What follows belongs to an exercise in optimizing a design on an open flow for small area, a short achievable clock period and few clock cycles per item; a production flow would make more cautious choices. Function was checked by simulation only, so behaviour that the tests miss may differ from the original.

==> flow/design.v (excerpt) <==
module lcr_ageing (
    input  wire         clk,
    input  wire         rst,           
    input  wire         in_valid,
    output wire         in_ready,
    input  wire [511:0] in_curve,      
    input  wire [15:0]  in_dose,       
    input  wire [15:0]  in_scale,      
    input  wire [15:0]  in_target,     
    input  wire         in_age,        
    output wire         out_valid,
    output wire [16:0]  out_e,         
    output wire [16:0]  out_a          
);
    localparam integer F_OE    = 0;      
    localparam integer F_EE    = 16;     
    localparam integer F_OD    = 32;     
    localparam integer F_ED    = 48;     
    localparam integer F_KODD  = 64;     
    localparam integer F_DOSE  = 65;     
    localparam integer F_S     = 81;     
    localparam integer F_T     = 97;     
    localparam integer F_AGE   = 113;    
    localparam integer F_EFF0  = 114;    
    localparam integer F_NEG   = 130;    
    localparam integer F_MAG   = 131;    
    localparam integer F_DD    = 147;    
    localparam integer F_SPAN  = 163;    
    localparam integer F_RL    = 179;    
    localparam integer F_ERAW  = 211;    
    localparam integer F_X     = 227;    
    localparam integer F_E     = 259;    
    localparam integer F_SAT   = 276;    
    localparam integer F_R2    = 277;    
    localparam integer F_Q2    = 294;    
    localparam integer F_A     = 310;    
    localparam integer W       = 327;
    localparam integer NSTEP   = 37;
    localparam [NSTEP-1:0] CUT = (37'd1 << 36) | (37'd1 << 30) | (37'd1 << 23) | (37'd1 << 18)
                               | (37'd1 << 11) | (37'd1 << 4);
    assign in_ready = 1'b1;
    wire [15:0] oe, ee, od, ed;
    wire        kodd;
    lcr_ageing_pick u_pick (.curve(in_curve), .dose(in_dose), .kodd(kodd),
                            .oe(oe), .ee(ee), .od(od), .ed(ed));
    reg  [W-1:0] st0;
    reg          v0;
    always @(posedge clk) begin
        if (rst) v0 <= 1'b0;
  ...
For scale: about 7700 cells after synthesis, about 600 I/O pins.
clock: 115.0 ns
lec_check: 0
cap_margin: 20
core_margin: 2
core_utilization: 40
cts_buf_list: sky130_fd_sc_hd__clkbuf_4 sky130_fd_sc_hd__clkbuf_8
slew_margin: 70
synth_hierarchical: 1
standard.sh (not shown) runs the stock make flow with config.mk's settings and CLKGATE_MAP_FILE= SYNTH_SCRIPT=/design/flow/synth_recipe.tcl, a recipe that flattens the netlist after the stock synthesis.
==> flow/flow/run.sh <==
#!/bin/bash
# The standard layout, with every port buffered by the smallest buffer cell
# (buf_1) instead of the cell buffer_ports picks by itself.
set -e
export BUFFER_PORTS_ARGS="-buffer_cell sky130_fd_sc_hd__buf_1"
bash standard.sh > standard.log 2>&1
The first run completed with no timing, DRC or antenna violations.
Testbench counts at the start, summed over its fixed seeds: cycles 8,248, items 8,192.
Then changed:
- CAP_MARGIN: 20 -> 50
- SLEW_MARGIN: 70 -> 50
After rerunning: Synthesized area stays the same; routed wire length is about the same; clock-buffer cell count goes down by 3; design area decreases by 2.1%; setup slack is worse by 0.091 ns; via count decreases by 0.79%; worst hold slack gets worse by 0.014 ns.
Then changed:
- CAP_MARGIN: 50 -> 20
- SLEW_MARGIN: 50 -> 20
Effect: Global-route usage stays flat; sequential cell count does not change; cell area came out lower by 0.53%; routed wire length is about the same; synthesized area stays the same.

The RTL this note starts from:
==> flow/design.v <==
module lcr_ageing (
    input  wire         clk,
    input  wire         rst,           
    input  wire         in_valid,
    output wire         in_ready,
    input  wire [511:0] in_curve,      
    input  wire [15:0]  in_dose,       
    input  wire [15:0]  in_scale,      
    input  wire [15:0]  in_target,     
    input  wire         in_age,        
    output wire         out_valid,
    output wire [16:0]  out_e,         
    output wire [16:0]  out_a          
);
    localparam integer F_OE    = 0;      
    localparam integer F_EE    = 16;     
    localparam integer F_OD    = 32;     
    localparam integer F_ED    = 48;     
    localparam integer F_KODD  = 64;     
    localparam integer F_DOSE  = 65;     
    localparam integer F_S     = 81;     
    localparam integer F_T     = 97;     
    localparam integer F_AGE   = 113;    
    localparam integer F_EFF0  = 114;    
    localparam integer F_NEG   = 130;    
    localparam integer F_MAG   = 131;    
    localparam integer F_DD    = 147;    
    localparam integer F_SPAN  = 163;    
    localparam integer F_RL    = 179;    
    localparam integer F_ERAW  = 211;    
    localparam integer F_X     = 227;    
    localparam integer F_E     = 259;    
    localparam integer F_SAT   = 276;    
    localparam integer F_R2    = 277;    
    localparam integer F_Q2    = 294;    
    localparam integer F_A     = 310;    
    localparam integer W       = 327;
    localparam integer NSTEP   = 37;
    localparam [NSTEP-1:0] CUT = (37'd1 << 36) | (37'd1 << 30) | (37'd1 << 23) | (37'd1 << 18)
                               | (37'd1 << 11) | (37'd1 << 4);
    assign in_ready = 1'b1;
    wire [15:0] oe, ee, od, ed;
    wire        kodd;
    lcr_ageing_pick u_pick (.curve(in_curve), .dose(in_dose), .kodd(kodd),
                            .oe(oe), .ee(ee), .od(od), .ed(ed));
    reg  [W-1:0] st0;
    reg          v0;
    always @(posedge clk) begin
        if (rst) v0 <= 1'b0;
        else     v0 <= in_valid;
        st0 <= {W{1'b0}};
        st0[F_OE +: 16]   <= oe;
        st0[F_EE +: 16]   <= ee;
        st0[F_OD +: 16]   <= od;
        st0[F_ED +: 16]   <= ed;
        st0[F_KODD]       <= kodd;
        st0[F_DOSE +: 16] <= in_dose;
        st0[F_S +: 16]    <= in_scale;
        st0[F_T +: 16]    <= in_target;
        st0[F_AGE]        <= in_age;
    end
    wire [W-1:0] st [0:NSTEP];
    wire         vv [0:NSTEP];
    assign st[0] = st0;
    assign vv[0] = v0;
    genvar g;
    generate
        for (g = 0; g < NSTEP; g = g + 1) begin : step
            wire [W-1:0] sin = st[g];
            reg  [W-1:0] nx;
            reg  [15:0]  e0, d0, d1;
            reg  [16:0]  diff, t1;
            reg  [17:0]  full, up;
            reg          b;
            reg  [31:0]  ps, pc, pp, ns;
            integer      k;
            always @(*) begin
                nx   = sin;
                e0   = 16'd0; d0 = 16'd0; d1 = 16'd0;
                diff = 17'd0; t1 = 17'd0;
                full = 18'd0; up = 18'd0;
                b    = 1'b0;
                ps   = 32'd0; pc = 32'd0; pp = 32'd0; ns = 32'd0;
                if (g == 0) begin
                    diff = {1'b0, sin[F_OE +: 16]} - {1'b0, sin[F_EE +: 16]};
                    nx[F_MAG +: 16]  = (diff[15:0] ^ {16{diff[16]}}) + {15'd0, diff[16]};
                    nx[F_NEG]        = sin[F_KODD] ? (~diff[16] & (diff[15:0] != 16'd0)) : diff[16];
                    nx[F_EFF0 +: 16] = sin[F_KODD] ? sin[F_OE +: 16] : sin[F_EE +: 16];
                    d0 = sin[F_KODD] ? sin[F_OD +: 16] : sin[F_ED +: 16];
                    nx[F_DD +: 16]   = sin[F_DOSE +: 16] - d0;
                    d1 = sin[F_OD +: 16] - sin[F_ED +: 16];
                    nx[F_SPAN +: 16] = (d1 ^ {16{sin[F_KODD]}}) + {15'd0, sin[F_KODD]};
                    nx[F_OE +: 16]   = 16'd0;
                    nx[F_EE +: 16]   = 16'd0;
                    nx[F_OD +: 16]   = 16'd0;
                    nx[F_ED +: 16]   = 16'd0;
                    nx[F_KODD]       = 1'b0;
                    nx[F_DOSE +: 16] = 16'd0;
                end else if (g == 1 || g == 19) begin
                    for (k = 0; k < 16; k = k + 1) begin
                        if (g == 1) pp = {16'd0, sin[F_MAG +: 16] & {16{sin[F_DD + k]}}} << k;
                        else        pp = {16'd0, sin[F_ERAW +: 16] & {16{sin[F_S + k]}}} << k;
                        ns = ps ^ pc ^ pp;
                        pc = ((ps & pc) | (ps & pp) | (pc & pp)) << 1;
                        ps = ns;
                    end
                    if (g == 1) begin
                        nx[F_RL +: 32]  = ps + pc;
                        nx[F_MAG +: 16] = 16'd0;
                        nx[F_DD +: 16]  = 16'd0;
                    end else begin
                        nx[F_X +: 32]    = ps + pc;
                        nx[F_ERAW +: 16] = 16'd0;
                    end
                end else if (g <= 17) begin
                    t1 = {sin[F_RL + 16 +: 16], sin[F_RL + 15]} - {1'b0, sin[F_SPAN +: 16]};
                    nx[F_RL +: 32] = t1[16] ? {sin[F_RL +: 31], 1'b0} : {t1[15:0], sin[F_RL +: 15], 1'b1};
                    if (g == 17) nx[F_SPAN +: 16] = 16'd0;
                end else if (g == 18) begin
                    nx[F_ERAW +: 16] = sin[F_NEG] ? sin[F_EFF0 +: 16] - sin[F_RL +: 16] : sin[F_EFF0 +: 16] + sin[F_RL +: 16];
                    nx[F_EFF0 +: 16] = 16'd0;
                    nx[F_NEG]        = 1'b0;
                    nx[F_RL +: 32]   = 32'd0;
                end else if (g == 20) begin
                    up   = {1'b0, sin[F_X + 15 +: 17]} + {17'd0, |sin[F_X +: 15]};
                    full = 18'd32768 - {2'b00, sin[F_S +: 16]} + up;
                    nx[F_E +: 17] = (full[17] | (full == 18'd0)) ? 17'd1 : full[16:0];
                    nx[F_SAT]      = ~sin[F_AGE] | ({1'b0, sin[F_T +: 16]} >= nx[F_E +: 17]);
                    nx[F_R2 +: 17] = {1'b0, sin[F_T +: 16]};
                    nx[F_Q2 +: 16] = 16'd0;
                    nx[F_X +: 32]  = 32'd0;
                    nx[F_S +: 16]  = 16'd0;
                    nx[F_T +: 16]  = 16'd0;
                    nx[F_AGE]      = 1'b0;
                end else begin
                    full = {1'b0, sin[F_R2 +: 16], 1'b0} - {1'b0, sin[F_E +: 17]};
                    b    = full[17] & ~sin[F_R2 + 16];          
                    nx[F_R2 +: 17] = b ? {sin[F_R2 +: 16], 1'b0} : full[16:0];
                    nx[F_Q2 +: 16] = {sin[F_Q2 +: 15], ~b};
                    if (g == NSTEP - 1) begin
                        nx[F_A +: 17]  = sin[F_SAT] ? 17'd65536 : {1'b0, sin[F_Q2 +: 15], ~b};
                        nx[F_R2 +: 17] = 17'd0;
                        nx[F_Q2 +: 16] = 16'd0;
                        nx[F_SAT]      = 1'b0;
                    end
                end
            end
            if (CUT[g]) begin : cut
                reg [W-1:0] r;
                reg         v;
                always @(posedge clk) begin
                    if (rst) v <= 1'b0;
                    else     v <= vv[g];
                    r <= nx;
                end
                assign st[g+1] = r;
                assign vv[g+1] = v;
            end else begin : comb
                assign st[g+1] = nx;
                assign vv[g+1] = vv[g];
            end
        end
    endgenerate
    assign out_valid = vv[NSTEP];
    assign out_e     = st[NSTEP][F_E +: 17];
    assign out_a     = st[NSTEP][F_A +: 17];
endmodule
module lcr_ageing_lt16 (
    input  wire [15:0] a,
    input  wire [15:0] b,
    output wire        lt
);
    wire [15:0] l0 = ~a & b;
    wire [15:0] g0 = a & ~b;
    wire [7:0]  l1, g1;
    wire [3:0]  l2, g2;
    wire [1:0]  l3, g3;
    genvar i;
    generate
        for (i = 0; i < 8; i = i + 1) begin : t1
            assign l1[i] = l0[2*i+1] | (~g0[2*i+1] & l0[2*i]);
            assign g1[i] = g0[2*i+1] | (~l0[2*i+1] & g0[2*i]);
        end
        for (i = 0; i < 4; i = i + 1) begin : t2
            assign l2[i] = l1[2*i+1] | (~g1[2*i+1] & l1[2*i]);
            assign g2[i] = g1[2*i+1] | (~l1[2*i+1] & g1[2*i]);
        end
        for (i = 0; i < 2; i = i + 1) begin : t3
            assign l3[i] = l2[2*i+1] | (~g2[2*i+1] & l2[2*i]);
            assign g3[i] = g2[2*i+1] | (~l2[2*i+1] & g2[2*i]);
        end
    endgenerate
    assign lt = l3[1] | (~g3[1] & l3[0]);
endmodule
module lcr_ageing_pick (
    input  wire [511:0] curve,
    input  wire [15:0]  dose,
    output reg          kodd,
    output reg  [15:0]  oe,             
    output reg  [15:0]  ee,             
    output reg  [15:0]  od,             
    output reg  [15:0]  ed              
);
    integer j, m;
    wire [15:0] lt;                    
    reg  [15:0] le;                    
    assign lt[0] = 1'b0;
    genvar c;
    generate
        for (c = 1; c < 16; c = c + 1) begin : cmp
            lcr_ageing_lt16 u (.a(dose), .b(curve[32*c +: 16]), .lt(lt[c]));
        end
    endgenerate
    reg  [7:0]  so;                    
    reg  [8:0]  se;                    
    always @(*) begin
        le = ~lt;
        kodd = 1'b0;
        for (m = 0; m < 7; m = m + 1) begin
            so[m] = le[2*m] & ~le[2*m+2];
            kodd  = kodd | (le[2*m+1] & ~le[2*m+2]);
        end
        so[7] = le[14];
        kodd  = kodd | le[15];
        se[0] = ~le[1];
        for (m = 1; m < 8; m = m + 1)
            se[m] = le[2*m-1] & ~le[2*m+1];
        se[8] = le[15];
        oe = 16'd0; ee = 16'd0; od = 16'd0; ed = 16'd0;
        for (m = 0; m < 8; m = m + 1) begin
            oe = oe | ({16{so[m]}} & curve[32*(2*m+1)+16 +: 16]);
            od = od | ({16{so[m]}} & curve[32*(2*m+1) +: 16]);
            ee = ee | ({16{se[m]}} & curve[32*(2*m)+16 +: 16]);
            ed = ed | ({16{se[m]}} & curve[32*(2*m) +: 16]);
        end
        ee = ee | ({16{se[8]}} &  curve[32*15+16 +: 16]);
        ed = ed | ({16{se[8]}} & ~curve[32*15 +: 16]);
    end
endmodule
export LEC_CHECK = 0
export CAP_MARGIN = 50
export CORE_MARGIN = 2
export CORE_UTILIZATION = 40
export CTS_BUF_LIST = sky130_fd_sc_hd__clkbuf_4 sky130_fd_sc_hd__clkbuf_8
export SLEW_MARGIN = 60
export SYNTH_HIERARCHICAL = 1
create_clock -name core_clock -period 115.0 [get_ports {clk}]
Scripts as last shown in full above: flow/flow/run.sh
Testbench counts at the start, summed over its fixed seeds: cycles 8,248, items 8,192.
Edit:
Settings changed: CAP_MARGIN 50 to 20, CTS_BUF_LIST sky130_fd_sc_hd__clkbuf_4 sky130_fd_sc_hd__clkbuf_8 to default, SLEW_MARGIN 60 to 20.
Cell area shrinks by about 0.9%.
Setup slack is worse by 0.38 ns.

-- port drivers added, routing unchanged --
The results above use ideal ports. As a check the final layouts listed here were re-extracted and re-timed, cells and wires unchanged.
Step 1 sets driving cells, clkbuf_16 on the clock port and buf_2 on the other inputs (assumed; they add their load-dependent delay and slew).
Step 2 moves the port delays by t, midway between the first and last clock arrival at a register: inputs arrive t later, outputs are due t later. That takes back most of the time a late clock gives input paths.
a / b / c = ideal ports / drivers / drivers and shift; a / b = the first two.
| run | shift t [ns] | setup slack, ns | latest minus earliest clock arrival (ns) | worst register clock-pin slew, ns | worst data-port slew with drivers (ns) |
|---|---|---|---|---|---|
| the first run of note 1 | 0.922 | 89.391 / 89.434 / 88.512 | 0.122 / 0.122 | 0.08 / 0.08 | 0.41 |
| the second run of note 1 | 0.927 | 89.300 / 89.372 / 88.445 | 0.087 / 0.087 | 0.08 / 0.08 | 0.41 |
| the third run of note 1 | 0.940 | 89.048 / 89.061 / 88.121 | 0.086 / 0.085 | 0.08 / 0.08 | 0.37 |
| the first run of note 2 | 0.906 | 89.215 / 89.281 / 88.375 | 0.075 / 0.075 | 0.08 / 0.08 | 0.53 |
| the second run of note 2 | 0.772 | 88.839 / 88.858 / 88.087 | 0.051 / 0.051 | 0.07 / 0.07 | 0.42 |
After both steps setup and hold are still met in every run listed. The setup slack of the third run of note 1, which loses most, moves by +0.013 ns with the drivers and by -0.927 ns with both steps.
